Background: an optimization exercise with open tools, aiming at small area, a short achievable clock period and few clock cycles per item. Do not read the settings as production practice. The RTL was checked by simulation tests, not by an equivalence proof against the original design. No activity file was given, so power comes from the tool's default toggle rates.

==> flow/design.v (outline; a module is shown in full before it is edited, if it fits) <==
// module ct128_sine_rom_e: 4299 lines
// module ct128_sine_rom_o: 4265 lines
// module ct128_osc: 361 lines
module ct128_osc (
    input  wire        clk,
    input  wire        rst,
    input  wire        in_valid,
    output wire        in_ready,
    input  wire [1:0]  in_mode,    
    input  wire [47:0] in_phi,     
    input  wire [47:0] in_pm,      
    input  wire [46:0] in_inc,     
    input  wire [15:0] in_pw,      
    output wire        out_valid,
    input  wire        out_ready,
    output wire [23:0] out_y       
);
  // ...
==> flow/run.sh <==
#!/bin/bash
# synth_recipe.tcl (not shown) runs the flow's synth.tcl, then flattens the netlist and writes it again
# the make line also repeats each setting of config.mk as NAME=value (left out here)
make -C /OpenROAD-flow-scripts/flow DESIGN_CONFIG=/design/flow/config.mk WORK_HOME=/design/flow/orfs CLKGATE_MAP_FILE= SYNTH_SCRIPT=/design/flow/synth_recipe.tcl finish
==> flow/config.mk <==
export PLATFORM = sky130hd
export DESIGN_NAME = ct128_osc
export DESIGN_NICKNAME = ct128_osc
export VERILOG_FILES = /design/flow/design.v
export SDC_FILE = /design/flow/constraint.sdc
export NUM_CORES = 4
export LEC_CHECK = 0
export ABC_CLOCK_PERIOD_IN_PS = 4500
export CAP_MARGIN = 20
export CORE_MARGIN = 2
export CORE_UTILIZATION = 35
export PLACE_DENSITY = 0.55
export SETUP_SLACK_MARGIN = 5
export SLEW_MARGIN = 20
export SYNTH_MEMORY_MAX_BITS = 65536
==> flow/constraint.sdc <==
create_clock -name core_clock -period 12.0 [get_ports {clk}]
set_input_delay 2.4000 -clock core_clock [delete_from_list [all_inputs] [get_ports {clk}]]
set_output_delay 2.4000 -clock core_clock [all_outputs]
set_load 0.01 [all_outputs]
==> impl_metrics.csv, run 1 <==
group,metric,value,unit
status,outcome,"complete, no violations",
clock_tree,cts_buffers,58,
power,p_leak,23.3,nW
global_routing,grt_max_degree,160,
global_routing,overflow,0,
sta,setup_slack,5580,ps
placement,place_congestion,1.06,
final_layout,clock_buffers,60,
placement,dp.cells,8950,
synthesis,synth_flop_cell,"edfxtp_1",
critical_path,r2r-end,"ea[23]",
final_layout,seq_share,23.3,%
critical_path,arrival,6880,ps
floorplan,die_width,403,um
floorplan,die_y,403,um
clock_tree,h-tree-depth,2,
clock_tree,cts_tree,"yes",
final_layout,layout_commonest_cell,"nand2_1",
critical_path,slowest_stage,"dfxtp_1",
critical_path,crit_path_frequent_cell,"buf_4",
global_routing,busiest_layer,"met2",
synthesis,synth_top_family_by_area,"compound AO/OA/AOI/OAI gates",
critical_path,cp.depth,18,
synthesis,muxShareOfSynthArea,4.28,%
synthesis,syn_inst,7095,
clock_tree,clock_sinks,484,
critical_path,reg2reg_slack,5580,ps
placement,portBuffers,166,
power,pwr-share-seq,20.9,%
final_layout,drive_gt1_share,7.36,%
Testbench counts, summed over its fixed seeds: cycles 9,958, items 9,600.
==> module ct128_osc, before the edit <==
module ct128_osc (
    input  wire        clk,
    input  wire        rst,
    input  wire        in_valid,
    output wire        in_ready,
    input  wire [1:0]  in_mode,    
    input  wire [47:0] in_phi,     
    input  wire [47:0] in_pm,      
    input  wire [46:0] in_inc,     
    input  wire [15:0] in_pw,      
    output wire        out_valid,
    input  wire        out_ready,
    output wire [23:0] out_y       
);
    localparam [23:0] H23 = 24'h80_0000;
    function [23:0] sat24;
        input signed [26:0] v;
        begin
            if (v > 27'sd8388607)
                sat24 = 24'h7F_FFFF;
            else if (v < -27'sd8388608)
                sat24 = 24'h80_0000;
            else
                sat24 = v[23:0];
        end
    endfunction
    function near;
        input       s23;
        input       lo;
        input       hi;
        begin
            near = s23 ? hi : lo;
        end
    endfunction
    reg         v0;
    reg  [1:0]  mode0;
    reg  [23:0] t0;
    reg  [22:0] dt0;
    reg  [15:0] pw0;
    reg         v1;
    reg  [1:0]  mode1;
    reg         nr0_1;     
    reg         nr1_1;     
    reg  [62:0] p1;        
    reg         v2;
    reg  [1:0]  mode2;
    reg         c2;        
    reg         nr0_2;     
    reg         nr1_2;     
    reg         pwrap2;    
    reg  [62:0] p2;        
    reg         v3;
    reg  [23:0] a3;        
    reg  [13:0] d3;        
    reg  [11:0] f3;        
    reg         n3;        
    reg         v4;
    reg  [13:0] p4;        
    reg  [23:0] a4;
    reg         n4;
    reg         ov;        
    reg  [23:0] oy;
    reg         sv;        
    reg  [23:0] sy;
    localparam [4:0] E_IDLE = 5'd0,
                     E_PS   = 5'd1,    
                     E_PD   = 5'd2,    
                     E_DIV  = 5'd3,    
                     E_Y    = 5'd4,    
                     E_SQ   = 5'd5,    
                     E_SAW  = 5'd6,    
                     E_T1   = 5'd7,    
                     E_LY   = 5'd8,    
                     E_T2   = 5'd9,    
                     E_HY   = 5'd10,   
                     E_T3   = 5'd11,   
                     E_D3   = 5'd12,   
                     E_DTB  = 5'd13,   
                     E_TRI  = 5'd14,   
                     E_NEXT = 5'd15,   
                     E_DONE = 5'd16;
    reg  [4:0]  est;
    reg         edone;     
    reg         ept;       
    reg         efl;       
    reg         esg;       
    reg  [4:0]  ecnt;
    reg  [24:0] ea;        
    reg  [23:0] em;        
    reg  [23:0] eb;        
    reg  [23:0] eh;        
    reg  signed [26:0] ev;   
    wire hold      = v2 && c2 && !edone;    
    wire en_back   = !sv;                   
    wire en_front  = !sv && !hold;          
    assign in_ready  = en_front;
    assign out_valid = ov;
    assign out_y     = oy;
    wire [47:0] psi = in_phi + in_pm;
    wire [9:0]  rh  = t0[21:12];
    wire [11:0] rl  = t0[11:0];
    wire        rl0 = (rl == 12'd0);
    wire [10:0] si  = !t0[22] ? {1'b0, rh}
                    : rl0     ? (11'd1024 - {1'b0, rh})
                    :           {1'b0, ~rh};
    wire [11:0] sf  = t0[22] ? (12'd0 - rl) : rl;
    wire [9:0]  e_idx = (si + 11'd1) >> 1;
    wire [9:0]  o_idx = si[10:1];
    wire [23:0] tlo_up = {1'b0, t0[22:0]} + {1'b0, dt0};
    wire        t_lo   = (t0[22:0] < dt0);
    wire        t_hi   = (tlo_up > 24'h80_0000);
    wire [22:0] e_val, o_val;
    ct128_sine_rom_e u_rom_e (.idx(p1[9:0]),   .val(e_val));
    ct128_sine_rom_o u_rom_o (.idx(p1[19:10]), .val(o_val));
    wire [23:0] x1  = p1[23:0];
    wire [22:0] dt1 = p1[46:24];
    wire [15:0] pw1 = p1[62:47];
    wire [24:0] tp1 = {1'b0, x1} + {1'b0, pw1, 8'd0};    
    wire [23:0] tp_up = {1'b0, tp1[22:0]} + {1'b0, dt1};
    wire        nrp = near(tp1[23], tp1[22:0] < dt1, tp_up > 24'h80_0000);
    wire        nr1_c = (mode1 == 2'd2) ? nrp : nr1_1;
    wire        corner1 = (mode1 != 2'd0) && (nr0_1 || (mode1 != 2'd1 && nr1_c));
    wire [23:0] x2  = p2[23:0];
    wire [22:0] dt2 = p2[46:24];
    wire [15:0] pw2 = p2[62:47];
    wire [22:0] ti  = p2[58] ? p2[45:23] : p2[22:0];
    wire [22:0] ti1 = p2[58] ? p2[22:0]  : p2[45:23];
    wire [13:0] sd  = ti1[13:0] - ti[13:0];    
    wire signed [26:0] base_saw = $signed({3'b000, x2}) - 27'sd8388608;
    wire signed [26:0] base_pul = $signed({2'b00, pwrap2, 24'd0}) - $signed({3'b000, pw2, 8'd0});
    wire signed [26:0] base_tri = x2[23] ? ($signed({3'b000, x2[22:0], 1'b0}) - 27'sd8388608)
                                         : (27'sd8388608 - $signed({3'b000, x2[22:0], 1'b0}));
    wire signed [26:0] base = (mode2 == 2'd1) ? base_saw
                            : (mode2 == 2'd2) ? base_pul
                            :                   base_tri;
    wire [25:0] sprod = d3 * f3;
    wire [23:0] y5   = (a4 + {10'd0, p4}) ^ {24{n4}};
    always @(posedge clk) begin
        if (rst) begin
            v0 <= 1'b0;
            v1 <= 1'b0;
            v2 <= 1'b0;
            v3 <= 1'b0;
            v4 <= 1'b0;
            ov <= 1'b0;
            sv <= 1'b0;
        end else begin
            if (en_front) begin
                v0 <= in_valid;
                v1 <= v0;
                v2 <= v1;
            end
            if (en_back) begin
                v3 <= v2 && !hold;
                v4 <= v3;
            end
            if (sv) begin
                if (out_ready)
                    sv <= 1'b0;
            end else if (!ov || out_ready) begin
                ov <= v4;
            end else if (v4) begin
                sv <= 1'b1;
            end
        end
    end
    always @(posedge clk) begin
        if (en_front && in_valid) begin
            mode0 <= in_mode;
            t0    <= psi[47:24];
            dt0   <= in_inc[46:24];
            pw0   <= in_pw;
        end
        if (en_front) begin
            mode1 <= mode0;
            nr0_1 <= near(t0[23], t_lo, t_hi);
            nr1_1 <= near(!t0[23], t_lo, t_hi);
            if (mode0 == 2'd0)
                p1 <= {29'd0, t0[23], si[0], sf, o_idx, e_idx};
            else
                p1 <= {pw0, dt0, t0};
            mode2 <= mode1;
            c2    <= corner1;
            nr0_2 <= nr0_1;
            nr1_2 <= nr1_c;
            pwrap2 <= tp1[24];
            if (mode1 == 2'd0)
                p2 <= {3'b000, p1[33:20], o_val, e_val};
            else
                p2 <= p1;
        end
        if (en_back) begin
            if (mode2 == 2'd0) begin
                a3 <= {1'b0, ti} - {23'd0, p2[59]};
                f3 <= p2[57:46];
                n3 <= p2[59];
            end else begin
                a3 <= sat24(c2 ? ev : base);
                f3 <= 12'd0;
                n3 <= 1'b0;
            end
            d3 <= sd;
            p4 <= sprod[25:12];
            a4 <= a3;
            n4 <= n3;
        end
        if (sv) begin
            if (out_ready)
                oy <= sy;
        end else if (!ov || out_ready) begin
            oy <= y5;
        end else begin
            sy <= y5;
        end
    end
    wire        ediv3 = (est == E_D3);
    wire [22:0] ediv  = ediv3 ? 23'd3 : dt2;
    wire [24:0] ea2   = {ea[23:0], em[23]};
    wire [23:0] emc   = (est == E_DTB) ? {1'b0, dt2} : eb;
    wire [23:0] ehi   = {ea[22:0], em[23]};
    wire [23:0] ecc   = {ea[20:0], em[23:21]};
    wire        esneg = esg ^ ept;
    reg  [26:0] opa, opb;
    reg         cin;
    always @(*) begin
        opa = {2'b00, ea};
        opb = 27'd0;
        cin = 1'b0;
        case (est)
            E_PS: begin
                opa = {3'b000, (ept && mode2 == 2'd3) ? (x2 ^ H23) : x2};
                opb = (ept && mode2 == 2'd2) ? {11'd0, pw2, 8'd0} : 27'd0;
            end
            E_PD: begin
                opa = {3'b000, ea[23] ? ~ea[23:0] : ea[23:0]};
                cin = ea[23];
            end
            E_DIV, E_D3: begin
                opa = {2'b00, ea2};
                opb = ~{4'd0, ediv};
                cin = 1'b1;
            end
            E_Y: begin
                opa = {3'b000, H23};
                opb = ~{4'd0, em[22:0]};
                cin = 1'b1;
            end
            E_SQ, E_LY, E_HY, E_DTB: begin
                opb = em[0] ? {3'b000, emc} : 27'd0;
            end
            E_SAW: begin
                opa = ev;
                opb = {3'b000, ehi} ^ {27{esneg}};
                cin = esneg;
            end
            E_TRI: begin
                opa = ev;
                opb = {3'b000, ecc} ^ {27{!ept}};
                cin = !ept;
            end
            default: ;
        endcase
    end
    wire [26:0] esum = opa + opb + {26'd0, cin};
    wire        efit = !esum[26];
    wire        more = !ept && mode2 != 2'd1;    
    always @(posedge clk) begin
        if (rst) begin
            est   <= E_IDLE;
            edone <= 1'b0;
        end else begin
            case (est)
                E_IDLE: if (v2 && c2) begin
                    ev  <= base;
                    ept <= 1'b0;
                    est <= E_PS;
                end
                E_PS: begin
                    ea  <= {1'b0, esum[23:0]};
                    efl <= ept ? nr1_2 : nr0_2;
                    est <= E_PD;
                end
                E_PD: begin
                    ea   <= {1'b0, esum[23:0]};
                    esg  <= ea[23];
                    em   <= 24'd0;
                    ecnt <= 5'd0;
                    est  <= efl ? E_DIV : E_NEXT;
                end
                E_DIV, E_D3: begin
                    ea   <= efit ? esum[24:0] : ea2;
                    em   <= {em[22:0], efit};
                    ecnt <= ecnt + 5'd1;
                    if (!ediv3 && ecnt == 5'd22)
                        est <= E_Y;
                    if (ediv3 && ecnt == 5'd23) begin
                        ea   <= 25'd0;       
                        ecnt <= 5'd0;
                        est  <= E_DTB;
                    end
                end
                E_Y: begin
                    eb   <= esum[23:0];
                    em   <= esum[23:0];
                    ea   <= 25'd0;
                    ecnt <= 5'd0;
                    est  <= E_SQ;
                end
                E_SQ, E_LY, E_HY, E_DTB: begin
                    ea   <= esum[25:1];
                    em   <= {esum[0], em[23:1]};
                    ecnt <= ecnt + 5'd1;
                    if (ecnt == 5'd23)
                        case (est)
                            E_SQ:    est <= (mode2 == 2'd3) ? E_T1 : E_SAW;
                            E_LY:    est <= E_T2;
                            E_HY:    est <= E_T3;
                            default: est <= E_TRI;
                        endcase
                end
                E_SAW, E_TRI: begin
                    ev  <= esum;
                    est <= E_NEXT;
                end
                E_T1: begin
                    eh   <= ehi;
                    em   <= {1'b0, em[22:0]};
                    ea   <= 25'd0;
                    ecnt <= 5'd0;
                    est  <= E_LY;
                end
                E_T2: begin
                    ea   <= {1'b0, ehi};
                    em   <= eh;
                    ecnt <= 5'd0;
                    est  <= E_HY;
                end
                E_T3: begin
                    ea   <= 25'd0;
                    em   <= ehi;
                    ecnt <= 5'd0;
                    est  <= E_D3;
                end
                E_NEXT: begin
                    if (more) begin
                        ept <= 1'b1;
                        est <= E_PS;
                    end else begin
                        est   <= E_DONE;
                        edone <= 1'b1;
                    end
                end
                E_DONE: if (en_back) begin
                    est   <= E_IDLE;
                    edone <= 1'b0;
                end
                default: est <= E_IDLE;
            endcase
        end
    end
endmodule
==> run 2, diff against run 1 <==
--- a/flow/design.v
+++ b/flow/design.v
@@ -8562,6 +8562,444 @@
   assign val[0] = idx[8] ? _676_ : _631_;
   assign tab = val;
 endmodule
+module ct128_mul_hi (
+    input  wire [13:0] d,
+    input  wire [11:0] f,
+    output wire [13:0] p
+);
+    wire w0 = d[0] & f[0];
+    wire w1 = d[0] & f[1];
+    wire w2 = d[0] & f[2];
+    wire w3 = d[0] & f[3];
+    wire w4 = d[0] & f[4];
+    wire w5 = d[0] & f[5];
+    wire w6 = d[0] & f[6];
+    wire w7 = d[0] & f[7];
+    wire w8 = d[0] & f[8];
+    wire w9 = d[0] & f[9];
+    wire w10 = d[0] & f[10];
+    wire w11 = d[0] & f[11];
+    wire w12 = d[1] & f[0];
+    wire w13 = d[1] & f[1];
+    wire w14 = d[1] & f[2];
+    wire w15 = d[1] & f[3];
+    wire w16 = d[1] & f[4];
+    wire w17 = d[1] & f[5];
+    wire w18 = d[1] & f[6];
+    wire w19 = d[1] & f[7];
+    wire w20 = d[1] & f[8];
+    wire w21 = d[1] & f[9];
+    wire w22 = d[1] & f[10];
+    wire w23 = d[1] & f[11];
+    wire w24 = d[2] & f[0];
+    wire w25 = d[2] & f[1];
+    wire w26 = d[2] & f[2];
+    wire w27 = d[2] & f[3];
+    wire w28 = d[2] & f[4];
+    wire w29 = d[2] & f[5];
+    wire w30 = d[2] & f[6];
+    wire w31 = d[2] & f[7];
+    wire w32 = d[2] & f[8];
+    wire w33 = d[2] & f[9];
+    wire w34 = d[2] & f[10];
+    wire w35 = d[2] & f[11];
+    wire w36 = d[3] & f[0];
+    wire w37 = d[3] & f[1];
+    wire w38 = d[3] & f[2];
+    wire w39 = d[3] & f[3];
+    wire w40 = d[3] & f[4];
+    wire w41 = d[3] & f[5];
+    wire w42 = d[3] & f[6];
+    wire w43 = d[3] & f[7];
+    wire w44 = d[3] & f[8];
+    wire w45 = d[3] & f[9];
+    wire w46 = d[3] & f[10];
+    wire w47 = d[3] & f[11];
+    wire w48 = d[4] & f[0];
+    wire w49 = d[4] & f[1];
+    wire w50 = d[4] & f[2];
+    wire w51 = d[4] & f[3];
+    wire w52 = d[4] & f[4];
+    wire w53 = d[4] & f[5];
+    wire w54 = d[4] & f[6];
+    wire w55 = d[4] & f[7];
+    wire w56 = d[4] & f[8];
+    wire w57 = d[4] & f[9];
+    wire w58 = d[4] & f[10];
+    wire w59 = d[4] & f[11];
+    wire w60 = d[5] & f[0];
+    wire w61 = d[5] & f[1];
+    wire w62 = d[5] & f[2];
+    wire w63 = d[5] & f[3];
+    wire w64 = d[5] & f[4];
+    wire w65 = d[5] & f[5];
+    wire w66 = d[5] & f[6];
+    wire w67 = d[5] & f[7];
+    wire w68 = d[5] & f[8];
+    wire w69 = d[5] & f[9];
+    wire w70 = d[5] & f[10];
+    wire w71 = d[5] & f[11];
+    wire w72 = d[6] & f[0];
+    wire w73 = d[6] & f[1];
+    wire w74 = d[6] & f[2];
+    wire w75 = d[6] & f[3];
+    wire w76 = d[6] & f[4];
+    wire w77 = d[6] & f[5];
+    wire w78 = d[6] & f[6];
+    wire w79 = d[6] & f[7];
+    wire w80 = d[6] & f[8];
+    wire w81 = d[6] & f[9];
+    wire w82 = d[6] & f[10];
+    wire w83 = d[6] & f[11];
+    wire w84 = d[7] & f[0];
+    wire w85 = d[7] & f[1];
+    wire w86 = d[7] & f[2];
+    wire w87 = d[7] & f[3];
+    wire w88 = d[7] & f[4];
+    wire w89 = d[7] & f[5];
+    wire w90 = d[7] & f[6];
+    wire w91 = d[7] & f[7];
+    wire w92 = d[7] & f[8];
+    wire w93 = d[7] & f[9];
+    wire w94 = d[7] & f[10];
+    wire w95 = d[7] & f[11];
+    wire w96 = d[8] & f[0];
+    wire w97 = d[8] & f[1];
+    wire w98 = d[8] & f[2];
+    wire w99 = d[8] & f[3];
+    wire w100 = d[8] & f[4];
+    wire w101 = d[8] & f[5];
+    wire w102 = d[8] & f[6];
+    wire w103 = d[8] & f[7];
+    wire w104 = d[8] & f[8];
+    wire w105 = d[8] & f[9];
+    wire w106 = d[8] & f[10];
+    wire w107 = d[8] & f[11];
+    wire w108 = d[9] & f[0];
+    wire w109 = d[9] & f[1];
+    wire w110 = d[9] & f[2];
+    wire w111 = d[9] & f[3];
+    wire w112 = d[9] & f[4];
+    wire w113 = d[9] & f[5];
+    wire w114 = d[9] & f[6];
+    wire w115 = d[9] & f[7];
+    wire w116 = d[9] & f[8];
+    wire w117 = d[9] & f[9];
+    wire w118 = d[9] & f[10];
+    wire w119 = d[9] & f[11];
+    wire w120 = d[10] & f[0];
+    wire w121 = d[10] & f[1];
+    wire w122 = d[10] & f[2];
+    wire w123 = d[10] & f[3];
+    wire w124 = d[10] & f[4];
+    wire w125 = d[10] & f[5];
+    wire w126 = d[10] & f[6];
+    wire w127 = d[10] & f[7];
+    wire w128 = d[10] & f[8];
+    wire w129 = d[10] & f[9];
+    wire w130 = d[10] & f[10];
+    wire w131 = d[10] & f[11];
+    wire w132 = d[11] & f[0];
+    wire w133 = d[11] & f[1];
+    wire w134 = d[11] & f[2];
+    wire w135 = d[11] & f[3];
+    wire w136 = d[11] & f[4];
+    wire w137 = d[11] & f[5];
+    wire w138 = d[11] & f[6];
+    wire w139 = d[11] & f[7];
+    wire w140 = d[11] & f[8];
+    wire w141 = d[11] & f[9];
+    wire w142 = d[11] & f[10];
+    wire w143 = d[11] & f[11];
+    wire w144 = d[12] & f[0];
+    wire w145 = d[12] & f[1];
+    wire w146 = d[12] & f[2];
+    wire w147 = d[12] & f[3];
+    wire w148 = d[12] & f[4];
+    wire w149 = d[12] & f[5];
+    wire w150 = d[12] & f[6];
+    wire w151 = d[12] & f[7];
+    wire w152 = d[12] & f[8];
+    wire w153 = d[12] & f[9];
+    wire w154 = d[12] & f[10];
+    wire w155 = d[12] & f[11];
+    wire w156 = d[13] & f[0];
+    wire w157 = d[13] & f[1];
+    wire w158 = d[13] & f[2];
+    wire w159 = d[13] & f[3];
+    wire w160 = d[13] & f[4];
+    wire w161 = d[13] & f[5];
+    wire w162 = d[13] & f[6];
+    wire w163 = d[13] & f[7];
+    wire w164 = d[13] & f[8];
+    wire w165 = d[13] & f[9];
+    wire w166 = d[13] & f[10];
+    wire w167 = d[13] & f[11];
+    wire w168 = w9 ^ w20;
+    wire w169 = w9 & w20;
+    wire w170 = w10 ^ w21 ^ w32;
+    wire w171 = (w10 & w21) | (w10 & w32) | (w21 & w32);
+    wire w172 = w43 ^ w54;
+    wire w173 = w43 & w54;
+    wire w174 = w11 ^ w22 ^ w33;
+    wire w175 = (w11 & w22) | (w11 & w33) | (w22 & w33);
+    wire w176 = w44 ^ w55 ^ w66;
+    wire w177 = (w44 & w55) | (w44 & w66) | (w55 & w66);
+    wire w178 = w77 ^ w88;
+    wire w179 = w77 & w88;
+    wire w180 = w23 ^ w34 ^ w45;
+    wire w181 = (w23 & w34) | (w23 & w45) | (w34 & w45);
+    wire w182 = w56 ^ w67 ^ w78;
+    wire w183 = (w56 & w67) | (w56 & w78) | (w67 & w78);
+    wire w184 = w89 ^ w100 ^ w111;
+    wire w185 = (w89 & w100) | (w89 & w111) | (w100 & w111);
+    wire w186 = w35 ^ w46 ^ w57;
+    wire w187 = (w35 & w46) | (w35 & w57) | (w46 & w57);
+    wire w188 = w68 ^ w79 ^ w90;
+    wire w189 = (w68 & w79) | (w68 & w90) | (w79 & w90);
+    wire w190 = w101 ^ w112 ^ w123;
+    wire w191 = (w101 & w112) | (w101 & w123) | (w112 & w123);
+    wire w192 = w47 ^ w58 ^ w69;
+    wire w193 = (w47 & w58) | (w47 & w69) | (w58 & w69);
+    wire w194 = w80 ^ w91 ^ w102;
+    wire w195 = (w80 & w91) | (w80 & w102) | (w91 & w102);
+    wire w196 = w113 ^ w124;
+    wire w197 = w113 & w124;
+    wire w198 = w59 ^ w70 ^ w81;
+    wire w199 = (w59 & w70) | (w59 & w81) | (w70 & w81);
+    wire w200 = w92 ^ w103 ^ w114;
+    wire w201 = (w92 & w103) | (w92 & w114) | (w103 & w114);
+    wire w202 = w71 ^ w82 ^ w93;
+    wire w203 = (w71 & w82) | (w71 & w93) | (w82 & w93);
+    wire w204 = w6 ^ w17;
+    wire w205 = w6 & w17;
+    wire w206 = w7 ^ w18 ^ w29;
+    wire w207 = (w7 & w18) | (w7 & w29) | (w18 & w29);
+    wire w208 = w40 ^ w51;
+    wire w209 = w40 & w51;
+    wire w210 = w8 ^ w19 ^ w30;
+    wire w211 = (w8 & w19) | (w8 & w30) | (w19 & w30);
+    wire w212 = w41 ^ w52 ^ w63;
+    wire w213 = (w41 & w52) | (w41 & w63) | (w52 & w63);
+    wire w214 = w74 ^ w85;
+    wire w215 = w74 & w85;
+    wire w216 = w168 ^ w31 ^ w42;
+    wire w217 = (w168 & w31) | (w168 & w42) | (w31 & w42);
+    wire w218 = w53 ^ w64 ^ w75;
+    wire w219 = (w53 & w64) | (w53 & w75) | (w64 & w75);
+    wire w220 = w86 ^ w97 ^ w108;
+    wire w221 = (w86 & w97) | (w86 & w108) | (w97 & w108);
+    wire w222 = w169 ^ w170 ^ w172;
+    wire w223 = (w169 & w170) | (w169 & w172) | (w170 & w172);
+    wire w224 = w65 ^ w76 ^ w87;
+    wire w225 = (w65 & w76) | (w65 & w87) | (w76 & w87);
+    wire w226 = w98 ^ w109 ^ w120;
+    wire w227 = (w98 & w109) | (w98 & w120) | (w109 & w120);
+    wire w228 = w171 ^ w173 ^ w174;
+    wire w229 = (w171 & w173) | (w171 & w174) | (w173 & w174);
+    wire w230 = w176 ^ w178 ^ w99;
+    wire w231 = (w176 & w178) | (w176 & w99) | (w178 & w99);
+    wire w232 = w110 ^ w121 ^ w132;
+    wire w233 = (w110 & w121) | (w110 & w132) | (w121 & w132);
+    wire w234 = w175 ^ w177 ^ w179;
+    wire w235 = (w175 & w177) | (w175 & w179) | (w177 & w179);
+    wire w236 = w180 ^ w182 ^ w184;
+    wire w237 = (w180 & w182) | (w180 & w184) | (w182 & w184);
+    wire w238 = w122 ^ w133 ^ w144;
+    wire w239 = (w122 & w133) | (w122 & w144) | (w133 & w144);
+    wire w240 = w181 ^ w183 ^ w185;
+    wire w241 = (w181 & w183) | (w181 & w185) | (w183 & w185);
+    wire w242 = w186 ^ w188 ^ w190;
+    wire w243 = (w186 & w188) | (w186 & w190) | (w188 & w190);
+    wire w244 = w134 ^ w145 ^ w156;
+    wire w245 = (w134 & w145) | (w134 & w156) | (w145 & w156);
+    wire w246 = w187 ^ w189 ^ w191;
+    wire w247 = (w187 & w189) | (w187 & w191) | (w189 & w191);
+    wire w248 = w192 ^ w194 ^ w196;
+    wire w249 = (w192 & w194) | (w192 & w196) | (w194 & w196);
+    wire w250 = w135 ^ w146 ^ w157;
+    wire w251 = (w135 & w146) | (w135 & w157) | (w146 & w157);
+    wire w252 = w193 ^ w195 ^ w197;
+    wire w253 = (w193 & w195) | (w193 & w197) | (w195 & w197);
+    wire w254 = w198 ^ w200 ^ w125;
+    wire w255 = (w198 & w200) | (w198 & w125) | (w200 & w125);
+    wire w256 = w136 ^ w147 ^ w158;
+    wire w257 = (w136 & w147) | (w136 & w158) | (w147 & w158);
+    wire w258 = w199 ^ w201 ^ w202;
+    wire w259 = (w199 & w201) | (w199 & w202) | (w201 & w202);
+    wire w260 = w104 ^ w115 ^ w126;
+    wire w261 = (w104 & w115) | (w104 & w126) | (w115 & w126);
+    wire w262 = w137 ^ w148 ^ w159;
+    wire w263 = (w137 & w148) | (w137 & w159) | (w148 & w159);
+    wire w264 = w203 ^ w83 ^ w94;
+    wire w265 = (w203 & w83) | (w203 & w94) | (w83 & w94);
+    wire w266 = w105 ^ w116 ^ w127;
+    wire w267 = (w105 & w116) | (w105 & w127) | (w116 & w127);
+    wire w268 = w138 ^ w149 ^ w160;
+    wire w269 = (w138 & w149) | (w138 & w160) | (w149 & w160);
+    wire w270 = w95 ^ w106 ^ w117;
+    wire w271 = (w95 & w106) | (w95 & w117) | (w106 & w117);
+    wire w272 = w128 ^ w139 ^ w150;
+    wire w273 = (w128 & w139) | (w128 & w150) | (w139 & w150);
+    wire w274 = w107 ^ w118 ^ w129;
+    wire w275 = (w107 & w118) | (w107 & w129) | (w118 & w129);
+    wire w276 = w4 ^ w15;
+    wire w277 = w4 & w15;
+    wire w278 = w5 ^ w16 ^ w27;
+    wire w279 = (w5 & w16) | (w5 & w27) | (w16 & w27);
+    wire w280 = w38 ^ w49;
+    wire w281 = w38 & w49;
+    wire w282 = w204 ^ w28 ^ w39;
+    wire w283 = (w204 & w28) | (w204 & w39) | (w28 & w39);
+    wire w284 = w50 ^ w61 ^ w72;
+    wire w285 = (w50 & w61) | (w50 & w72) | (w61 & w72);
+    wire w286 = w205 ^ w206 ^ w208;
+    wire w287 = (w205 & w206) | (w205 & w208) | (w206 & w208);
+    wire w288 = w62 ^ w73 ^ w84;
+    wire w289 = (w62 & w73) | (w62 & w84) | (w73 & w84);
+    wire w290 = w207 ^ w209 ^ w210;
+    wire w291 = (w207 & w209) | (w207 & w210) | (w209 & w210);
+    wire w292 = w212 ^ w214 ^ w96;
+    wire w293 = (w212 & w214) | (w212 & w96) | (w214 & w96);
+    wire w294 = w211 ^ w213 ^ w215;
+    wire w295 = (w211 & w213) | (w211 & w215) | (w213 & w215);
+    wire w296 = w216 ^ w218 ^ w220;
+    wire w297 = (w216 & w218) | (w216 & w220) | (w218 & w220);
+    wire w298 = w217 ^ w219 ^ w221;
+    wire w299 = (w217 & w219) | (w217 & w221) | (w219 & w221);
+    wire w300 = w222 ^ w224 ^ w226;
+    wire w301 = (w222 & w224) | (w222 & w226) | (w224 & w226);
+    wire w302 = w223 ^ w225 ^ w227;
+    wire w303 = (w223 & w225) | (w223 & w227) | (w225 & w227);
+    wire w304 = w228 ^ w230 ^ w232;
+    wire w305 = (w228 & w230) | (w228 & w232) | (w230 & w232);
+    wire w306 = w229 ^ w231 ^ w233;
+    wire w307 = (w229 & w231) | (w229 & w233) | (w231 & w233);
+    wire w308 = w234 ^ w236 ^ w238;
+    wire w309 = (w234 & w236) | (w234 & w238) | (w236 & w238);
+    wire w310 = w235 ^ w237 ^ w239;
+    wire w311 = (w235 & w237) | (w235 & w239) | (w237 & w239);
+    wire w312 = w240 ^ w242 ^ w244;
+    wire w313 = (w240 & w242) | (w240 & w244) | (w242 & w244);
+    wire w314 = w241 ^ w243 ^ w245;
+    wire w315 = (w241 & w243) | (w241 & w245) | (w243 & w245);
+    wire w316 = w246 ^ w248 ^ w250;
+    wire w317 = (w246 & w248) | (w246 & w250) | (w248 & w250);
+    wire w318 = w247 ^ w249 ^ w251;
+    wire w319 = (w247 & w249) | (w247 & w251) | (w249 & w251);
+    wire w320 = w252 ^ w254 ^ w256;
+    wire w321 = (w252 & w254) | (w252 & w256) | (w254 & w256);
+    wire w322 = w253 ^ w255 ^ w257;
+    wire w323 = (w253 & w255) | (w253 & w257) | (w255 & w257);
+    wire w324 = w258 ^ w260 ^ w262;
+    wire w325 = (w258 & w260) | (w258 & w262) | (w260 & w262);
+    wire w326 = w259 ^ w261 ^ w263;
+    wire w327 = (w259 & w261) | (w259 & w263) | (w261 & w263);
+    wire w328 = w264 ^ w266 ^ w268;
+    wire w329 = (w264 & w266) | (w264 & w268) | (w266 & w268);
+    wire w330 = w265 ^ w267 ^ w269;
+    wire w331 = (w265 & w267) | (w265 & w269) | (w267 & w269);
+    wire w332 = w270 ^ w272 ^ w161;
+    wire w333 = (w270 & w272) | (w270 & w161) | (w272 & w161);
+    wire w334 = w271 ^ w273 ^ w274;
+    wire w335 = (w271 & w273) | (w271 & w274) | (w273 & w274);
+    wire w336 = w140 ^ w151 ^ w162;
+    wire w337 = (w140 & w151) | (w140 & w162) | (w151 & w162);
+    wire w338 = w275 ^ w119 ^ w130;
+    wire w339 = (w275 & w119) | (w275 & w130) | (w119 & w130);
+    wire w340 = w141 ^ w152 ^ w163;
+    wire w341 = (w141 & w152) | (w141 & w163) | (w152 & w163);
+    wire w342 = w131 ^ w142 ^ w153;
+    wire w343 = (w131 & w142) | (w131 & w153) | (w142 & w153);
+    wire w344 = w3 ^ w14;
+    wire w345 = w3 & w14;
+    wire w346 = w276 ^ w26 ^ w37;
+    wire w347 = (w276 & w26) | (w276 & w37) | (w26 & w37);
+    wire w348 = w277 ^ w278 ^ w280;
+    wire w349 = (w277 & w278) | (w277 & w280) | (w278 & w280);
+    wire w350 = w279 ^ w281 ^ w282;
+    wire w351 = (w279 & w281) | (w279 & w282) | (w281 & w282);
+    wire w352 = w283 ^ w285 ^ w286;
+    wire w353 = (w283 & w285) | (w283 & w286) | (w285 & w286);
+    wire w354 = w287 ^ w289 ^ w290;
+    wire w355 = (w287 & w289) | (w287 & w290) | (w289 & w290);
+    wire w356 = w291 ^ w293 ^ w294;
+    wire w357 = (w291 & w293) | (w291 & w294) | (w293 & w294);
+    wire w358 = w295 ^ w297 ^ w298;
+    wire w359 = (w295 & w297) | (w295 & w298) | (w297 & w298);
+    wire w360 = w299 ^ w301 ^ w302;
+    wire w361 = (w299 & w301) | (w299 & w302) | (w301 & w302);
+    wire w362 = w303 ^ w305 ^ w306;
+    wire w363 = (w303 & w305) | (w303 & w306) | (w305 & w306);
+    wire w364 = w307 ^ w309 ^ w310;
+    wire w365 = (w307 & w309) | (w307 & w310) | (w309 & w310);
+    wire w366 = w311 ^ w313 ^ w314;
+    wire w367 = (w311 & w313) | (w311 & w314) | (w313 & w314);
+    wire w368 = w315 ^ w317 ^ w318;
+    wire w369 = (w315 & w317) | (w315 & w318) | (w317 & w318);
+    wire w370 = w319 ^ w321 ^ w322;
+    wire w371 = (w319 & w321) | (w319 & w322) | (w321 & w322);
+    wire w372 = w323 ^ w325 ^ w326;
+    wire w373 = (w323 & w325) | (w323 & w326) | (w325 & w326);
+    wire w374 = w327 ^ w329 ^ w330;
+    wire w375 = (w327 & w329) | (w327 & w330) | (w329 & w330);
+    wire w376 = w331 ^ w333 ^ w334;
+    wire w377 = (w331 & w333) | (w331 & w334) | (w333 & w334);
+    wire w378 = w335 ^ w337 ^ w338;
+    wire w379 = (w335 & w337) | (w335 & w338) | (w337 & w338);
+    wire w380 = w339 ^ w341 ^ w342;
+    wire w381 = (w339 & w341) | (w339 & w342) | (w341 & w342);
+    wire w382 = w343 ^ w143 ^ w154;
+    wire w383 = (w343 & w143) | (w343 & w154) | (w143 & w154);
+    wire w384 = w2 ^ w13;
+    wire w385 = w2 & w13;
+    wire w386 = w344 ^ w25 ^ w36;
+    wire w387 = (w344 & w25) | (w344 & w36) | (w25 & w36);
+    wire w388 = w345 ^ w346 ^ w48;
+    wire w389 = (w345 & w346) | (w345 & w48) | (w346 & w48);
+    wire w390 = w347 ^ w348 ^ w60;
+    wire w391 = (w347 & w348) | (w347 & w60) | (w348 & w60);
+    wire w392 = w349 ^ w350 ^ w284;
+    wire w393 = (w349 & w350) | (w349 & w284) | (w350 & w284);
+    wire w394 = w351 ^ w352 ^ w288;
+    wire w395 = (w351 & w352) | (w351 & w288) | (w352 & w288);
+    wire w396 = w353 ^ w354 ^ w292;
+    wire w397 = (w353 & w354) | (w353 & w292) | (w354 & w292);
+    wire w398 = w355 ^ w356 ^ w296;
+    wire w399 = (w355 & w356) | (w355 & w296) | (w356 & w296);
+    wire w400 = w357 ^ w358 ^ w300;
+    wire w401 = (w357 & w358) | (w357 & w300) | (w358 & w300);
+    wire w402 = w359 ^ w360 ^ w304;
+    wire w403 = (w359 & w360) | (w359 & w304) | (w360 & w304);
+    wire w404 = w361 ^ w362 ^ w308;
+    wire w405 = (w361 & w362) | (w361 & w308) | (w362 & w308);
+    wire w406 = w363 ^ w364 ^ w312;
+    wire w407 = (w363 & w364) | (w363 & w312) | (w364 & w312);
+    wire w408 = w365 ^ w366 ^ w316;
+    wire w409 = (w365 & w366) | (w365 & w316) | (w366 & w316);
+    wire w410 = w367 ^ w368 ^ w320;
+    wire w411 = (w367 & w368) | (w367 & w320) | (w368 & w320);
+    wire w412 = w369 ^ w370 ^ w324;
+    wire w413 = (w369 & w370) | (w369 & w324) | (w370 & w324);
+    wire w414 = w371 ^ w372 ^ w328;
+    wire w415 = (w371 & w372) | (w371 & w328) | (w372 & w328);
+    wire w416 = w373 ^ w374 ^ w332;
+    wire w417 = (w373 & w374) | (w373 & w332) | (w374 & w332);
+    wire w418 = w375 ^ w376 ^ w336;
+    wire w419 = (w375 & w376) | (w375 & w336) | (w376 & w336);
+    wire w420 = w377 ^ w378 ^ w340;
+    wire w421 = (w377 & w378) | (w377 & w340) | (w378 & w340);
+    wire w422 = w379 ^ w380 ^ w164;
+    wire w423 = (w379 & w380) | (w379 & w164) | (w380 & w164);
+    wire w424 = w381 ^ w382 ^ w165;
+    wire w425 = (w381 & w382) | (w381 & w165) | (w382 & w165);
+    wire w426 = w383 ^ w155 ^ w166;
+    wire w427 = (w383 & w155) | (w383 & w166) | (w155 & w166);
+    wire [25:0] ra = {1'b0, w427, w425, w423, w421, w419, w417, w415, w413, w411, w409, w407, w405, w403, w401, w399, w397, w395, w393, w391, w389, w387, w385, w384, w1, w0};
+    wire [25:0] rb = {1'b0, w167, w426, w424, w422, w420, w418, w416, w414, w412, w410, w408, w406, w404, w402, w400, w398, w396, w394, w392, w390, w388, w386, w24, w12, 1'b0};
+    wire [25:0] s = ra + rb;
+    assign p = s[25:12];
+endmodule
 module ct128_osc (
     input  wire        clk,
     input  wire        rst,
@@ -8624,26 +9062,24 @@
     reg         n4;
     reg         ov;        
     reg  [23:0] oy;
-    reg         sv;        
-    reg  [23:0] sy;
-    localparam [4:0] E_IDLE = 5'd0,
-                     E_PS   = 5'd1,    
-                     E_PD   = 5'd2,    
-                     E_DIV  = 5'd3,    
-                     E_Y    = 5'd4,    
-                     E_SQ   = 5'd5,    
-                     E_SAW  = 5'd6,    
-                     E_T1   = 5'd7,    
-                     E_LY   = 5'd8,    
-                     E_T2   = 5'd9,    
-                     E_HY   = 5'd10,   
-                     E_T3   = 5'd11,   
-                     E_D3   = 5'd12,   
-                     E_DTB  = 5'd13,   
-                     E_TRI  = 5'd14,   
-                     E_NEXT = 5'd15,   
-                     E_DONE = 5'd16;
-    reg  [4:0]  est;
+    localparam E_IDLE = 0,
+               E_PS   = 1,    
+               E_PD   = 2,    
+               E_DIV  = 3,    
+               E_Y    = 4,    
+               E_SQ   = 5,    
+               E_SAW  = 6,    
+               E_T1   = 7,    
+               E_LY   = 8,    
+               E_T2   = 9,    
+               E_HY   = 10,   
+               E_T3   = 11,   
+               E_D3   = 12,   
+               E_DTB  = 13,   
+               E_TRI  = 14,   
+               E_NEXT = 15,   
+               E_DONE = 16;
+    reg  [16:0] est;
     reg         edone;     
     reg         ept;       
     reg         efl;       
@@ -8655,8 +9091,8 @@
     reg  [23:0] eh;        
     reg  signed [26:0] ev;   
     wire hold      = v2 && c2 && !edone;    
-    wire en_back   = !sv;                   
-    wire en_front  = !sv && !hold;          
+    wire en_back   = !ov || out_ready;      
+    wire en_front  = en_back && !hold;      
     assign in_ready  = en_front;
     assign out_valid = ov;
     assign out_y     = oy;
@@ -8670,6 +9106,8 @@
     wire [11:0] sf  = t0[22] ? (12'd0 - rl) : rl;
     wire [9:0]  e_idx = (si + 11'd1) >> 1;
     wire [9:0]  o_idx = si[10:1];
+    wire [24:0] tp0 = {1'b0, t0} + {1'b0, pw0, 8'd0};
+    wire [23:0] x0  = (mode0 == 2'd2) ? tp0[23:0] : t0;
     wire [23:0] tlo_up = {1'b0, t0[22:0]} + {1'b0, dt0};
     wire        t_lo   = (t0[22:0] < dt0);
     wire        t_hi   = (tlo_up > 24'h80_0000);
@@ -8679,9 +9117,8 @@
     wire [23:0] x1  = p1[23:0];
     wire [22:0] dt1 = p1[46:24];
     wire [15:0] pw1 = p1[62:47];
-    wire [24:0] tp1 = {1'b0, x1} + {1'b0, pw1, 8'd0};    
-    wire [23:0] tp_up = {1'b0, tp1[22:0]} + {1'b0, dt1};
-    wire        nrp = near(tp1[23], tp1[22:0] < dt1, tp_up > 24'h80_0000);
+    wire [23:0] tp_up = {1'b0, x1[22:0]} + {1'b0, dt1};
+    wire        nrp = near(x1[23], x1[22:0] < dt1, tp_up > 24'h80_0000);    
     wire        nr1_c = (mode1 == 2'd2) ? nrp : nr1_1;
     wire        corner1 = (mode1 != 2'd0) && (nr0_1 || (mode1 != 2'd1 && nr1_c));
     wire [23:0] x2  = p2[23:0];
@@ -8697,7 +9134,8 @@
     wire signed [26:0] base = (mode2 == 2'd1) ? base_saw
                             : (mode2 == 2'd2) ? base_pul
                             :                   base_tri;
-    wire [25:0] sprod = d3 * f3;
+    wire [13:0] sprod;
+    ct128_mul_hi u_mul (.d(d3), .f(f3), .p(sprod));
     wire [23:0] y5   = (a4 + {10'd0, p4}) ^ {24{n4}};
     always @(posedge clk) begin
         if (rst) begin
@@ -8707,7 +9145,6 @@
             v3 <= 1'b0;
             v4 <= 1'b0;
             ov <= 1'b0;
-            sv <= 1'b0;
         end else begin
             if (en_front) begin
                 v0 <= in_valid;
@@ -8717,14 +9154,7 @@
             if (en_back) begin
                 v3 <= v2 && !hold;
                 v4 <= v3;
-            end
-            if (sv) begin
-                if (out_ready)
-                    sv <= 1'b0;
-            end else if (!ov || out_ready) begin
                 ov <= v4;
-            end else if (v4) begin
-                sv <= 1'b1;
             end
         end
     end
@@ -8742,12 +9172,12 @@
             if (mode0 == 2'd0)
                 p1 <= {29'd0, t0[23], si[0], sf, o_idx, e_idx};
             else
-                p1 <= {pw0, dt0, t0};
+                p1 <= {pw0, dt0, x0};
             mode2 <= mode1;
             c2    <= corner1;
             nr0_2 <= nr0_1;
             nr1_2 <= nr1_c;
-            pwrap2 <= tp1[24];
+            pwrap2 <= (x1[23:8] < pw1);    
             if (mode1 == 2'd0)
                 p2 <= {3'b000, p1[33:20], o_val, e_val};
             else
@@ -8764,162 +9194,128 @@
                 n3 <= 1'b0;
             end
             d3 <= sd;
-            p4 <= sprod[25:12];
+            p4 <= sprod;
             a4 <= a3;
             n4 <= n3;
         end
-        if (sv) begin
-            if (out_ready)
-                oy <= sy;
-        end else if (!ov || out_ready) begin
+        if (en_back)
             oy <= y5;
-        end else begin
-            sy <= y5;
-        end
     end
-    wire        ediv3 = (est == E_D3);
+    wire        ediv3 = est[E_D3];
     wire [22:0] ediv  = ediv3 ? 23'd3 : dt2;
-    wire [24:0] ea2   = {ea[23:0], em[23]};
-    wire [23:0] emc   = (est == E_DTB) ? {1'b0, dt2} : eb;
+    wire [25:0] ea2   = {ea[24:0], em[23]};
+    wire        eneg  = ea[24];
+    wire [23:0] emc   = est[E_DTB] ? {1'b0, dt2} : eb;
     wire [23:0] ehi   = {ea[22:0], em[23]};
     wire [23:0] ecc   = {ea[20:0], em[23:21]};
     wire        esneg = esg ^ ept;
-    reg  [26:0] opa, opb;
-    reg         cin;
-    always @(*) begin
-        opa = {2'b00, ea};
-        opb = 27'd0;
-        cin = 1'b0;
-        case (est)
-            E_PS: begin
-                opa = {3'b000, (ept && mode2 == 2'd3) ? (x2 ^ H23) : x2};
-                opb = (ept && mode2 == 2'd2) ? {11'd0, pw2, 8'd0} : 27'd0;
-            end
-            E_PD: begin
-                opa = {3'b000, ea[23] ? ~ea[23:0] : ea[23:0]};
-                cin = ea[23];
-            end
-            E_DIV, E_D3: begin
-                opa = {2'b00, ea2};
-                opb = ~{4'd0, ediv};
-                cin = 1'b1;
-            end
-            E_Y: begin
-                opa = {3'b000, H23};
-                opb = ~{4'd0, em[22:0]};
-                cin = 1'b1;
-            end
-            E_SQ, E_LY, E_HY, E_DTB: begin
-                opb = em[0] ? {3'b000, emc} : 27'd0;
-            end
-            E_SAW: begin
-                opa = ev;
-                opb = {3'b000, ehi} ^ {27{esneg}};
-                cin = esneg;
-            end
-            E_TRI: begin
-                opa = ev;
-                opb = {3'b000, ecc} ^ {27{!ept}};
-                cin = !ept;
-            end
-            default: ;
-        endcase
-    end
+    wire        emul  = est[E_SQ] | est[E_LY] | est[E_HY] | est[E_DTB];
+    wire        edivs = est[E_DIV] | est[E_D3];
+    wire        pul0  = !ept && mode2 == 2'd2;
+    wire [26:0] opa = ({27{est[E_PS]}}  & {3'b000, (ept && mode2 == 2'd3) ? (x2 ^ H23) : x2})
+                    | ({27{est[E_PD]}}  & {3'b000, ea[23:0] ^ {24{ea[23]}}})
+                    | ({27{edivs}}      & {ea2[25], ea2})
+                    | ({27{est[E_Y]}}   & {3'b000, H23})
+                    | ({27{emul}}       & {2'b00, ea})
+                    | ({27{est[E_SAW] | est[E_TRI]}} & ev);
+    wire [26:0] opb = ({27{est[E_PS] & pul0}} & ~{11'd0, pw2, 8'd0})
+                    | ({27{edivs}}      & ({4'd0, ediv} ^ {27{!eneg}}))
+                    | ({27{est[E_Y]}}   & ~{4'd0, em[22:0]})
+                    | ({27{emul & em[0]}} & {3'b000, emc})
+                    | ({27{est[E_SAW]}} & ({3'b000, ehi} ^ {27{esneg}}))
+                    | ({27{est[E_TRI]}} & ({3'b000, ecc} ^ {27{!ept}}));
+    wire        cin = (est[E_PS] & pul0) | (est[E_PD] & ea[23]) | (edivs & !eneg) | est[E_Y]
+                    | (est[E_SAW] & esneg) | (est[E_TRI] & !ept);
     wire [26:0] esum = opa + opb + {26'd0, cin};
     wire        efit = !esum[26];
     wire        more = !ept && mode2 != 2'd1;    
     always @(posedge clk) begin
         if (rst) begin
-            est   <= E_IDLE;
+            est   <= 17'd1 << E_IDLE;
             edone <= 1'b0;
         end else begin
-            case (est)
-                E_IDLE: if (v2 && c2) begin
-                    ev  <= base;
-                    ept <= 1'b0;
-                    est <= E_PS;
-                end
-                E_PS: begin
-                    ea  <= {1'b0, esum[23:0]};
-                    efl <= ept ? nr1_2 : nr0_2;
-                    est <= E_PD;
-                end
-                E_PD: begin
-                    ea   <= {1'b0, esum[23:0]};
-                    esg  <= ea[23];
-                    em   <= 24'd0;
-                    ecnt <= 5'd0;
-                    est  <= efl ? E_DIV : E_NEXT;
-                end
-                E_DIV, E_D3: begin
-                    ea   <= efit ? esum[24:0] : ea2;
-                    em   <= {em[22:0], efit};
-                    ecnt <= ecnt + 5'd1;
-                    if (!ediv3 && ecnt == 5'd22)
-                        est <= E_Y;
-                    if (ediv3 && ecnt == 5'd23) begin
-                        ea   <= 25'd0;       
-                        ecnt <= 5'd0;
-                        est  <= E_DTB;
-                    end
-                end
-                E_Y: begin
-                    eb   <= esum[23:0];
-                    em   <= esum[23:0];
-                    ea   <= 25'd0;
+            if (est[E_IDLE] && v2 && c2) begin
+                ev  <= base;
+                ept <= 1'b0;
+                est <= 17'd1 << E_PS;
+            end
+            if (est[E_PS]) begin
+                ea  <= {1'b0, esum[23:0]};
+                efl <= ept ? nr1_2 : nr0_2;
+                est <= 17'd1 << E_PD;
+            end
+            if (est[E_PD]) begin
+                ea   <= {1'b0, esum[23:0]};
+                esg  <= ea[23];
+                em   <= 24'd0;
+                ecnt <= 5'd0;
+                est  <= 17'd1 << (efl ? E_DIV : E_NEXT);
+            end
+            if (edivs) begin
+                ea   <= esum[24:0];
+                em   <= {em[22:0], efit};
+                ecnt <= ecnt + 5'd1;
+                if (!ediv3 && ecnt == 5'd22)
+                    est <= 17'd1 << E_Y;
+                if (ediv3 && ecnt == 5'd23) begin
+                    ea   <= 25'd0;       
                     ecnt <= 5'd0;
-                    est  <= E_SQ;
+                    est  <= 17'd1 << E_DTB;
                 end
-                E_SQ, E_LY, E_HY, E_DTB: begin
-                    ea   <= esum[25:1];
-                    em   <= {esum[0], em[23:1]};
-                    ecnt <= ecnt + 5'd1;
-                    if (ecnt == 5'd23)
-                        case (est)
-                            E_SQ:    est <= (mode2 == 2'd3) ? E_T1 : E_SAW;
-                            E_LY:    est <= E_T2;
-                            E_HY:    est <= E_T3;
-                            default: est <= E_TRI;
-                        endcase
-                end
-                E_SAW, E_TRI: begin
-                    ev  <= esum;
-                    est <= E_NEXT;
-                end
-                E_T1: begin
-                    eh   <= ehi;
-                    em   <= {1'b0, em[22:0]};
-                    ea   <= 25'd0;
-                    ecnt <= 5'd0;
-                    est  <= E_LY;
-                end
-                E_T2: begin
-                    ea   <= {1'b0, ehi};
-                    em   <= eh;
-                    ecnt <= 5'd0;
-                    est  <= E_HY;
-                end
-                E_T3: begin
-                    ea   <= 25'd0;
-                    em   <= ehi;
-                    ecnt <= 5'd0;
-                    est  <= E_D3;
-                end
-                E_NEXT: begin
-                    if (more) begin
-                        ept <= 1'b1;
-                        est <= E_PS;
-                    end else begin
-                        est   <= E_DONE;
-                        edone <= 1'b1;
-                    end
-                end
-                E_DONE: if (en_back) begin
-                    est   <= E_IDLE;
-                    edone <= 1'b0;
-                end
-                default: est <= E_IDLE;
-            endcase
+            end
+            if (est[E_Y]) begin
+                eb   <= esum[23:0];
+                em   <= esum[23:0];
+                ea   <= 25'd0;
+                ecnt <= 5'd0;
+                est  <= 17'd1 << E_SQ;
+            end
+            if (emul) begin
+                ea   <= esum[25:1];
+                em   <= {esum[0], em[23:1]};
+                ecnt <= ecnt + 5'd1;
+                if (ecnt == 5'd23)
+                    est <= est[E_SQ] ? (17'd1 << ((mode2 == 2'd3) ? E_T1 : E_SAW))
+                         : est[E_LY] ? (17'd1 << E_T2)
+                         : est[E_HY] ? (17'd1 << E_T3)
+                         :             (17'd1 << E_TRI);
+            end
+            if (est[E_SAW] | est[E_TRI]) begin
+                ev  <= esum;
+                est <= 17'd1 << E_NEXT;
+            end
+            if (est[E_T1]) begin
+                eh   <= ehi;
+                em   <= {1'b0, em[22:0]};
+                ea   <= 25'd0;
+                ecnt <= 5'd0;
+                est  <= 17'd1 << E_LY;
+            end
+            if (est[E_T2]) begin
+                ea   <= {1'b0, ehi};
+                em   <= eh;
+                ecnt <= 5'd0;
+                est  <= 17'd1 << E_HY;
+            end
+            if (est[E_T3]) begin
+                ea   <= 25'd0;
+                em   <= ehi;
+                ecnt <= 5'd0;
+                est  <= 17'd1 << E_D3;
+            end
+            if (est[E_NEXT]) begin
+                if (more) begin
+                    ept <= 1'b1;
+                    est <= 17'd1 << E_PS;
+                end else begin
+                    est   <= 17'd1 << E_DONE;
+                    edone <= 1'b1;
+                end
+            end
+            if (est[E_DONE] && en_back) begin
+                est   <= 17'd1 << E_IDLE;
+                edone <= 1'b0;
+            end
         end
     end
 endmodule
==> impl_metrics.csv, run 2 <==
group,metric,value,unit
floorplan,die_y,401,um
global_routing,antenna_found_initial,42,
critical_path,critPathKind,"input port to output pin",
clock_tree,clock_sinks,471,
global_routing,grt_max_degree,136,
sta,clock_skew,82.3,ps
status,outcome,"complete, no violations",
drt,first_iter_violations,10300,
final_layout,multiInputGateArea,37800,sq um
sta,post-route-min-period,6780,ps
drt,wire_per_inst,37.2,um
global_routing,grt_pass1_wl,471,mm
synthesis,yosysMostFrequentCell,"nand2_1",
global_routing,use_met2,59.2,%
run,max_cap_viol_count,0,
critical_path,critPathRequiredTime,9600,ps
synthesis,synth_compound_area_share,29.5,%
drt,routed_via_density,6.82,
synthesis,muxShareOfSynthArea,3.10,%
drt,totalWireLength,343,mm
final_layout,final_nets,7684,
synthesis,yosys-top-cells-count,"nand2_1 (774), nor2_1 (760), o21ai_0 (754)",
final_layout,layout_common_cells,"nand2_1 (773), o21ai_0 (747), nor2_1 (742)",
sta,final-hold-violation-count,0,
synthesis,syn_inst,7217,
sta,fmax,147,MHz
floorplan,initial_core_util,35.3,%
clock_tree,clockBufferDepth,3,
synthesis,ys_types,99,
sta,tns,0,ps
synthesis,synth_flop_cell,"edfxtp_1",
critical_path,cp-end-kind,"output pin",
critical_path,cp_max_fo,12,
critical_path,startpoint_type,"input port",
synthesis,ys_warn_count,1,
final_layout,seqCellArea,13900,sq um
drt,final_antenna_net_count,0,
drt,first_pass_iters,10,
final_layout,reg_top3,"p1: 63 flops, p2: 63 flops, ev: 27 flops",
floorplan,die_width,401,um
clock_tree,clk_pin_slew_worst_paths,50,ps
final_layout,drive_gt1_share,7.29,%
synthesis,synth_top_area_share,24.3,%
sta,relSlewSlack,12.5,%
placement,place_congestion,1.08,
clock_tree,h-tree-depth,2,
sta,drv_slew,0,
placement,hpwl,248,mm
drt,remaining_drc_errors,0,
floorplan,pin_count,191,
sta,worst_pin_slew,1300,ps
final_layout,area.growth.synth_to_final,10.9,%
floorplan,dieArea,161000,sq um
sta,finalCritPeriodShare,56.5,%
power,p_per_area,232,nW/um^2
synthesis,synth-simple-area-share,19.7,%
global_routing,grt_pass1_vias,59200,
synthesis,yosysTopAreaCell,"edfxtp_1",
critical_path,crit_buf_inv,3,
synthesis,syn-cell-area,55200,sq um
global_routing,overflow,0,
synthesis,synthesis.nets,7811,
placement,portBuffers,166,
clock_tree,cts_hold_buffers,0,
global_routing,grt_use_met3,14.2,%
power,p_total,14.2,mW
min_path,min_path_type,"register to register",
sta,rsz0062_at_grt,"false",
clock_tree,clk_latency,730,ps
power,ir_worst_vdd,0.000132,V
synthesis,synthXorXnorAreaFrac,4.33,%
placement,dp.cells,9085,
global_routing,grtUsageMet1,52.5,%
final_layout,final_cells,9215,
synthesis,synthAdderAreaFrac,11.4,%
sta,setup_slack,5220,ps
global_routing,grt.total_usage,40.9,%
synthesis,yosysSeqAreaShare,25.2,%
synthesis,avgSynthCellArea,7.65,sq um
clock_tree,cts_tree,"yes",
floorplan,core_area,156000,sq um
final_layout,layout_commonest_cell,"nand2_1",
synthesis,synth_top_family_by_area,"compound AO/OA/AOI/OAI gates",
final_layout,num-fill-cells,16400,
placement,pre_cts_ws,4960,ps
final_layout,final_core_util,39.2,%
global_routing,busiest_layer,"met2",
synthesis,synth_edf_count,447,
drt,via_count,62900,
synthesis,async_reset_ff_share,0,%
sta,setup_viol,0,
critical_path,slowest_stage,"clkdlybuf4s50_1",
clock_tree,cts_buffers,57,
critical_path,arrival,4380,ps
clock_tree,cts-root-buf,"clkbuf_16",
floorplan,rows,145,
synthesis,synth_seq_cells,471,
critical_path,crit_chain,"dlygate4sd2_1, nand2b_4, o21ai_4, clkinvlp_4, clkdlybuf4s50_1",
synthesis,synth_area_leaders,"edfxtp_1 (24%), ha_1 (6.9%), o21ai_0 (6.8%), a21oi_1 (5.4%), nand2_1 (5.3%)",
power,p_leak,23.6,nW
critical_path,max_stage_delay,600,ps
critical_path,cp_top_family,"buffers and inverters",
run 2: worst reg2reg max path, stage by stage, from the launching register on:
cell and delay, ps:
edfxtp_1 320, buf_4 300, clkinvlp_4 530, nand2_2 490
or3_1 160, buf_4 310, nand2_1 260, a221oi_1 300
o21ai_0 150, a221o_1 290, ha_1 230, or4_1 500
o21ai_1 390, o21a_1 230, a31oi_1 150, a21oi_1 430
o21ai_0 240, or3_1 570, mux2_2 320, a21oi_1 170
a221o_1 130
run 2: cells by family after synthesis:
logic type | Yosys count
muxes | 129
buffers and inverters | 991
AOI/OAI and AO/OA | 2528
adders and majority gates | 429
DFF | 471
xor gates and xnor gates | 273
and+or+nand+nor | 2396
run 2: repair_timing:
item	in CTS	in global routing
buffers inserted	1	0
setup endpoints to repair	1	12
gates resized for setup	1	2
pin swaps	0	0
endpoints found under the hold margin	0	0
cloned	2	0
run 2: final cells by class:
type / instances / area share, %
clock inverter: 37 / 0.648
antenna: 20 / 0.0817
sequential: 471 / 22.7
tap: 2058 / 4.20
timing repair buffer: 412 / 5.85
multi-input combinational: 5757 / 61.7
clock buffer: 69 / 2.40
inverter: 391 / 2.41
run 2: path summary, 6_finish.rpt:
check	slack, ps	to	from	cells past startpoint
max	5220	in_ready	out_ready	5
max reg2reg	5420	em[21]	mode2[0]	20
min	410	a4[1]	a3[1]	0
min reg2reg	410	a4[1]	a3[1]	0
run 2: through the flow:
| step | hold slack, ps | area, sq um |
|---|---|---|
| floorplan | 400 | 55300 |
| global placement | 402 | 59200 |
| detailed placement | 405 | 59300 |
| CTS | 412 | 61100 |
| global route | 419 | 61200 |
| finish | 413 | 61200 |
run 2: metal layers:
metal / wire length, um / vias to the layer above / share of wire (%)
li1: - / 26300 / -
met1: 135000 / 30700 / 39
met2: 140000 / 4665 / 41
met3: 43000 / 1150 / 13
met4: 24300 / 40 / 7.1
met5: 286 / - / 0.083
run 2: power breakdown:
part | internal (mW) | leakage, nW | switching [mW]
Clock | 0.987 | 0.908 | 0.788
Combinational | 2.75 | 17.9 | 6.80
Sequential | 2.30 | 4.73 | 0.560
Testbench counts of run 2, summed over its fixed seeds: cycles 9,958, items 9,600.
==> run 3, diff against run 2 <==
--- a/flow/config.mk
+++ b/flow/config.mk
@@ -5,7 +5,7 @@
 export SDC_FILE = /design/flow/constraint.sdc
 export NUM_CORES = 4
 export LEC_CHECK = 0
-export ABC_CLOCK_PERIOD_IN_PS = 4500
+export ABC_AREA = 1
 export CAP_MARGIN = 20
 export CORE_MARGIN = 2
 export CORE_UTILIZATION = 35
==> impl_metrics.csv, run 3 <==
group,metric,value,unit
status,outcome,"complete, no violations",
global_routing,grt_use_met3,18.8,%
drt,final_antenna_net_count,0,
clock_tree,clk_pin_slew_worst_paths,60,ps
global_routing,grt_pass1_vias,64000,
clock_tree,clk_latency,740,ps
sta,worst_pin_slew,1270,ps
synthesis,syn_inst,8445,
drt,routed_via_density,6.52,
synthesis,synth_area_leaders,"edfxtp_1 (24%), nand2_1 (13%), inv_1 (8.0%), ha_1 (6.8%), o21ai_0 (6.8%)",
global_routing,busiest_layer,"met2",
critical_path,cp-end-kind,"output pin",
drt,via_count,69200,
floorplan,core_area,158000,sq um
drt,first_iter_violations,11300,
floorplan,pin_count,191,
sta,setup_viol,0,
critical_path,r2r-start,"ept",
clock_tree,clockBufferDepth,3,
placement,dp.cells,10500,
floorplan,die_width,403,um
critical_path,r2r_cells,22,
clock_tree,cts_setup_buffers,0,
clock_tree,cts_tree,"yes",
min_path,hold_depth,0,
synthesis,yosysSeqAreaShare,24.9,%
final_layout,layout_common_cells,"nand2_1 (1865), inv_1 (1181), nor2_1 (867)",
global_routing,grt.total_usage,44.5,%
power,p_total,15.6,mW
final_layout,final_area,62200,sq um
synthesis,ys_warn_count,1,
synthesis,yosys-top-cells-count,"nand2_1 (1865), inv_1 (1186), nor2_1 (891)",
sta,fmax,156,MHz
final_layout,layout_commonest_cell,"nand2_1",
clock_tree,cts-root-buf,"clkbuf_16",
final_layout,area.growth.synth_to_final,11.5,%
placement,pre_cts_ws,5600,ps
sta,clock_skew,114,ps
critical_path,startpoint,"out_ready",
floorplan,die_y,403,um
run,max_cap_viol_count,0,
global_routing,grt_max_degree,141,
synthesis,ys_types,81,
final_layout,final_core_util,39.3,%
sta,final-hold-violation-count,0,
clock_tree,cts_buffers,56,
synthesis,synth_seq_cells,471,
synthesis,avgSynthCellArea,6.61,sq um
min_path,min_path_type,"register to register",
power,p_per_area,250,nW/um^2
global_routing,grt_pass1_wl,511,mm
drt,wire_per_inst,35.4,um
sta,rsz0062_at_grt,"false",
synthesis,async_reset_ff_share,0,%
sta,relSlewSlack,15.5,%
critical_path,critPathRequiredTime,9600,ps
final_layout,drive_gt1_share,5.05,%
sta,post-route-min-period,6410,ps
final_layout,reg_top3,"p1: 63 flops, p2: 63 flops, ev: 27 flops",
placement,placed_area,60200,sq um
clock_tree,clock_sinks,471,
synthesis,synth_top_area_share,24.0,%
global_routing,antenna_found_initial,36,
synthesis,synth_flop_cell,"edfxtp_1",
synthesis,yosysMostFrequentCell,"nand2_1",
critical_path,startpoint_type,"input port",
final_layout,final_nets,9077,
sta,hold_slack,417,ps
global_routing,grtUsageMet1,58.3,%
critical_path,reg2reg_slack,5790,ps
sta,drv_slew,0,
global_routing,overflow,0,
drt,first_pass_iters,13,
placement,hpwl,290,mm
floorplan,rows,146,
drt,remaining_drc_errors,0,
drt,totalWireLength,376,mm
clock_tree,cts_hold_buffers,0,
synthesis,synthesis.nets,9039,
floorplan,initial_core_util,35.2,%
clock_tree,h-tree-depth,2,
synthesis,synth_edf_count,447,
sta,tns,0,ps
synthesis,syn-cell-area,55800,sq um
min_path,min_to,"a4[19]",
placement,place_congestion,1.13,
sta,finalCritPeriodShare,53.4,%
critical_path,cp_max_fo,5,
floorplan,dieArea,163000,sq um
synthesis,yosysTopAreaCell,"edfxtp_1",
critical_path,r2r-end,"ea[16]",
sta,setup_slack,5590,ps
final_layout,final_cells,10600,
critical_path,arrival,4010,ps
min_path,hp-start,"a3[19]",
critical_path,critPathKind,"input port to output pin",
power,p_leak,28.3,nW
final_layout,num-fill-cells,17000,
placement,portBuffers,166,
global_routing,use_met2,61.2,%
power,ir_worst_vdd,0.000141,V
clock_tree,cts_resized,0,
[run 3: cell types whose count changed after synthesis, sizes merged, moves of 130 or more]
cell	delta
nand2	+1106
inv	+821
nand3	+393
clkbuf	-227
nor2	+151
and2	-145
xnor2	-130
[run 3: critical path: stages]
cell and delay, ps:
clkdlybuf4s50_1 510, nor2_4 70, a21oi_4 390, clkdlybuf4s50_1 630
[run 3: power by group]
part / leakage, nW / switching, mW / internal (mW)
registers: 4.73 / 0.561 / 2.34
clock network: 0.953 / 0.779 / 1.08
logic: 22.6 / 8.25 / 2.57
total: 28.3 / 9.59 / 5.99
[run 3: layer usage]
| layer | part of all wire, % | vias to the layer above |
|---|---|---|
| met5 | 0.13 | - |
| met4 | 6.9 | 34 |
| met3 | 15 | 1332 |
| met2 | 39 | 5821 |
| met1 | 40 | 33200 |
| li1 | - | 28800 |
[run 3: how the worst max path moves through the flow]
stage	slack, ps	end	cells after the start
floorplan	4890	in_ready	2
global placement	5600	in_ready	4
detailed placement	5600	in_ready	4
CTS	5590	in_ready	4
global route	5520	in_ready	4
finish	5590	in_ready	4
[run 3: cell families (layout without fill, tap and decap cells)]
family | after synthesis | count (layout) | share of synthesized area, %
mux | 2 | 2 | 0.0583
compound gates | 2198 | 2198 | 23.6
simple gates | 3565 | 3565 | 26.4
buf+inv | 1611 | 1693 | 11.1
fa+ha+maj | 429 | 429 | 11.3
xor+xnor | 169 | 169 | 2.65
flops | 471 | 471 | 24.9
other cells | 0 | 23 | 0
[run 3: area by class of cell]
cell class              instances  area, sq um  share of cell area, %
well taps                    2072         2590                   4.17
repair buffers                370         3260                   5.23
multi-input cells            6363        35800                   57.6
inverters                    1221         4590                   7.37
flip-flops and latches        471        13900                   22.3
clock buffers                  62         1420                   2.29
diodes                         23         57.6                 0.0925
clock inverters                40          557                  0.895

-- separate check: timing with driven ports --
The flow's constraints put no driver on any port. The routed layouts listed below were extracted and timed again, unchanged, in two steps. Step 1 assumes that a clkbuf_16 drives the clock port and a buf_2 every other input. Step 2 times the ports against the registers' clock, not the clock port: input delays grow and output delays shrink by t, the midpoint of the rising clock arrivals with the driver on. Slacks: ideal ports / drivers / drivers and shift; pairs: ideal ports / drivers.
| run | shift t [ns] | setup WS [ns] | slew at the worst register clock pin (ns) |
|---|---|---|---|
| run 1 | 0.742 | 5.580 / 5.580 / 5.580 | 0.07 / 0.07 |
| run 2 | 0.767 | 5.216 / 5.195 / 5.195 | 0.09 / 0.09 |
| run 3 | 0.757 | 5.587 / 5.563 / 5.563 | 0.07 / 0.07 |
After both steps setup and hold are still met in every run listed. For run 3, which loses most, drivers alone change the setup slack by -0.024 ns; drivers and shift together by -0.024 ns.
